This is an optimization exercise on Yosys and OpenROAD, whose aim is small area, a short achievable clock period and few clock cycles, not a production implementation. Where RTL was checked, it was by simulation tests only, not by an equivalence proof against the original. Power and IR drop assume default switching activity.

// canopy_fec_tx
module canopy_fec_tx (
    input  wire        clk,
    input  wire        rst,         
    input  wire        start,
    input  wire [30:0] seed,
    input  wire        in_valid,
    output wire        in_ready,
    input  wire [9:0]  in_sym,
    output reg         out_valid,
    input  wire        out_ready,
    output reg  [13:0] out_trits,
    output reg         out_first    
);
Settings: LEC_CHECK=0, ABC_CLOCK_PERIOD_IN_PS=4000, CAP_MARGIN=20, CORE_MARGIN=2, CORE_UTILIZATION=55, CTS_BUF_LIST=sky130_fd_sc_hd__clkbuf_8, CTS_CLUSTER_DIAMETER=50, CTS_CLUSTER_SIZE=14, SLEW_MARGIN=20; clock period 13.0 ns.
standard.sh (not shown) runs the stock make flow with config.mk's settings and CLKGATE_MAP_FILE= SYNTH_SCRIPT=/design/flow/synth_recipe.tcl, a recipe that flattens the netlist after the stock synthesis.
==> flow/flow/run.sh <==
#!/bin/bash
# Own layout flow: the standard synthesis and layout, with
# - the timing repair asked to keep a setup margin, so that paths end up
#   well below the 13 ns clock period the layout is constrained and signed
#   off at;
# - the port buffers made of the smallest buffer (timing repair resizes the
#   ones on critical paths);
# - clock tree synthesis without dummy load cells.
set -euo pipefail
bash standard.sh synth > synth.log 2>&1
bash standard.sh finish SETUP_SLACK_MARGIN=9.3 \
    "BUFFER_PORTS_ARGS=-buffer_cell sky130_fd_sc_hd__buf_1" \
    "CTS_ARGS=-sink_clustering_enable -repair_clock_nets -buf_list sky130_fd_sc_hd__clkbuf_8 -sink_clustering_size 14 -sink_clustering_max_diameter 50 -dont_use_dummy_load" \
    > layout.log 2>&1
Edit:
--- a/flow/design.v
+++ b/flow/design.v
@@ -604,30 +604,29 @@
                 to_trits[2*k +: 2] = c[k] ? {u[2*k], ~u[2*k+1] & ~u[2*k]} : u[2*k +: 2];
         end
     endfunction
     reg        in_ready_r;
     reg  [9:0] sym_q;           
     reg        v_q;
     reg  [9:0] ccnt;            
     reg        flush;           
-    reg        sof;             
     reg  [3:0] cwi;             
     reg        fpend;           
     reg  [9:0] par [0:15];
     reg [30:0] scr;
     reg [19:0] gw;              
-    reg  [4:0] d;               
+    reg        emp, hi;
     reg  [3:0] ph;              
     reg [10:0] e_q;             
     reg        e_v, e_first;
     assign in_ready = in_ready_r;
     wire clr       = rst | start;
     wire acc       = in_valid & in_ready_r;    
-    wire room      = (d <= 5'd9) | (d == 5'd31);
+    wire room      = emp | ~hi;            
     wire hold      = v_q & ~room;
     wire push_d    = v_q & room;
     wire par_phase = (ccnt[9:4] == 6'b100001) & ~v_q;
     wire push_p    = par_phase & (flush | room);
     wire push_w    = push_d | (push_p & ~flush);
     wire wrap      = push_p & (ccnt[3:0] == 4'hf);
     wire [9:0]   fb     = v_q ? (sym_q ^ par[15]) : 10'd0;
     wire [9:0]   cw_sym = v_q ? sym_q : par[15];
@@ -635,34 +634,34 @@
     reg  [9:0] key;
     integer b;
     always @(*)
         for (b = 0; b < 10; b = b + 1)
             key[9-b] = scr[30-b] ^ scr[27-b];
     wire [9:0] s = cw_sym ^ key;
     wire [19:0] win = room ? {gw[9:0], s} : gw;
     wire [10:0] grp = win[ph +: 11];
-    wire        have = push_w ? (d != 5'd31) : ((d >= 5'd10) & (d != 5'd31));
+    wire        have = push_w ? ~emp : hi;   
     wire adv_out = ~out_valid | out_ready;
     wire adv_e   = ~e_v | adv_out;
     wire pop     = adv_e & have;
-    wire [4:0] d_pw   = d + (push_w ? 5'd10 : 5'd0);
-    wire [4:0] d_next = pop ? d_pw - 5'd11 : d_pw;
+    wire borrow  = (ph == 4'd0);
+    wire hi_next = pop ? (push_w & hi & ~borrow) : (push_w ? ~emp : hi);
+    wire emp_next = pop ? (borrow & ~(push_w & hi)) : (emp & ~push_w);
     wire [9:0] ccnt_b     = wrap ? 10'd0 : ccnt + {9'd0, push_p};
     wire [9:0] ccnt_b1    = ccnt_b + 10'd1;
     wire       lt0        = (ccnt_b < 10'd528);
     wire       lt1        = (ccnt_b < 10'd527);
     wire       last0      = (ccnt_b == 10'd543);
     wire       flush_next = flush & ~wrap;
-    wire       room_np    = (d_pw <= 5'd9) | (d_pw == 5'd31);
-    wire       room_p     = (d_pw <= 5'd20) | (d_pw == 5'd31);
+    wire       room_np    = push_w ? emp : room;    
     wire       r00 = (lt0 & (~hold | room_np)) | (last0 & (flush_next | room_np));
-    wire       r01 = (lt0 & (~hold | room_p))  | (last0 & (flush_next | room_p));
+    wire       r01 = lt0 | last0;                    
     wire       r10 = lt1 & room_np;
-    wire       r11 = lt1 & room_p;
+    wire       r11 = lt1;
     wire       ready_next = pop ? (acc ? r11 : r01) : (acc ? r10 : r00);
     always @(posedge clk) begin
         if (!hold)
             sym_q <= in_sym;
         if (push_d | push_p) begin
             par[0] <= prod[9:0];
             for (b = 1; b < 16; b = b + 1)
                 par[b] <= par[b-1] ^ prod[10*b +: 10];
@@ -675,37 +674,34 @@
             scr <= {scr[20:0], key};
     end
     always @(posedge clk) begin
         if (clr) begin
             in_ready_r <= 1'b0;
             v_q        <= 1'b0;
             ccnt       <= 10'd528;
             flush      <= 1'b1;
-            sof        <= 1'b1;
             cwi        <= 4'd0;
             fpend      <= 1'b0;
-            d          <= 5'd31;
+            emp        <= 1'b1;
+            hi         <= 1'b0;
             ph         <= 4'd9;
         end else begin
             in_ready_r <= ready_next;
             v_q        <= acc | hold;
             ccnt       <= acc ? ccnt_b1 : ccnt_b;
             flush      <= flush_next;
-            if (push_d)
-                sof <= 1'b0;
-            else if (wrap)
-                sof <= 1'b1;
             if (wrap & ~flush)
                 cwi <= (cwi == 4'd10) ? 4'd0 : cwi + 4'd1;
-            if (push_d & sof & (cwi == 4'd0))
+            if (push_d & (ccnt == 10'd1) & (cwi == 4'd0))
                 fpend <= 1'b1;
             else if (pop)
                 fpend <= 1'b0;
-            d          <= d_next;
+            emp        <= emp_next;
+            hi         <= hi_next;
             if (pop)
                 ph <= (ph == 4'd0) ? 4'd9 : ph - 4'd1;
         end
     end
     wire [13:0] trits = to_trits(e_q);
     always @(posedge clk) begin
         if (clr) begin
             e_v       <= 1'b0;
Result: The new run produced a clean layout; hold slack is worse by 0.0090 ns; via count went down by 5.9%; combinational power went down by 78%; final area shrinks by about 4%; global-route usage falls by 0.22 points; sequential power drops by about 4%; utilization goes down by 0.62 points; total power is lower by about 22%; worst setup slack is worse by 0.050 ns; clock skew came out lower by 0.026 ns; synthesized area goes down by 2.8%.
Testbench counts after the change, summed over its fixed seeds: cycles 52,368.
The RTL of the first run of this note was laid out without a check of its function.

## afterwards: timing with drivers on the ports
How much do the figures lean on ideal ports? The routed layouts below were timed once more, with nothing changed but the port constraints. Step 1: set_driving_cell puts a clkbuf_16 on clk and a buf_2 on each other input, an assumption about the parent block. Step 2 moves the port delays by t, midway between the first and last clock arrival at a register: inputs arrive t later, outputs are due t later. That takes back most of the time a late clock gives input paths. Slacks: ideal / step 1 / step 2; pairs: ideal / step 1.
| run | t (ns) | setup WS [ns] | worst setup path after step 2 | worst slew at a driven data input, ns |
|---|---|---|---|---|
| the first run | 0.555 | 9.371 / 9.327 / 8.866 | input to register | 0.05 |
| the second run | 0.559 | 9.321 / 9.273 / 8.810 | input to register | 0.05 |
After both steps every run listed still meets setup and hold. The setup slack of the second run, which loses most, moves by -0.048 ns with the drivers and by -0.511 ns with both steps.
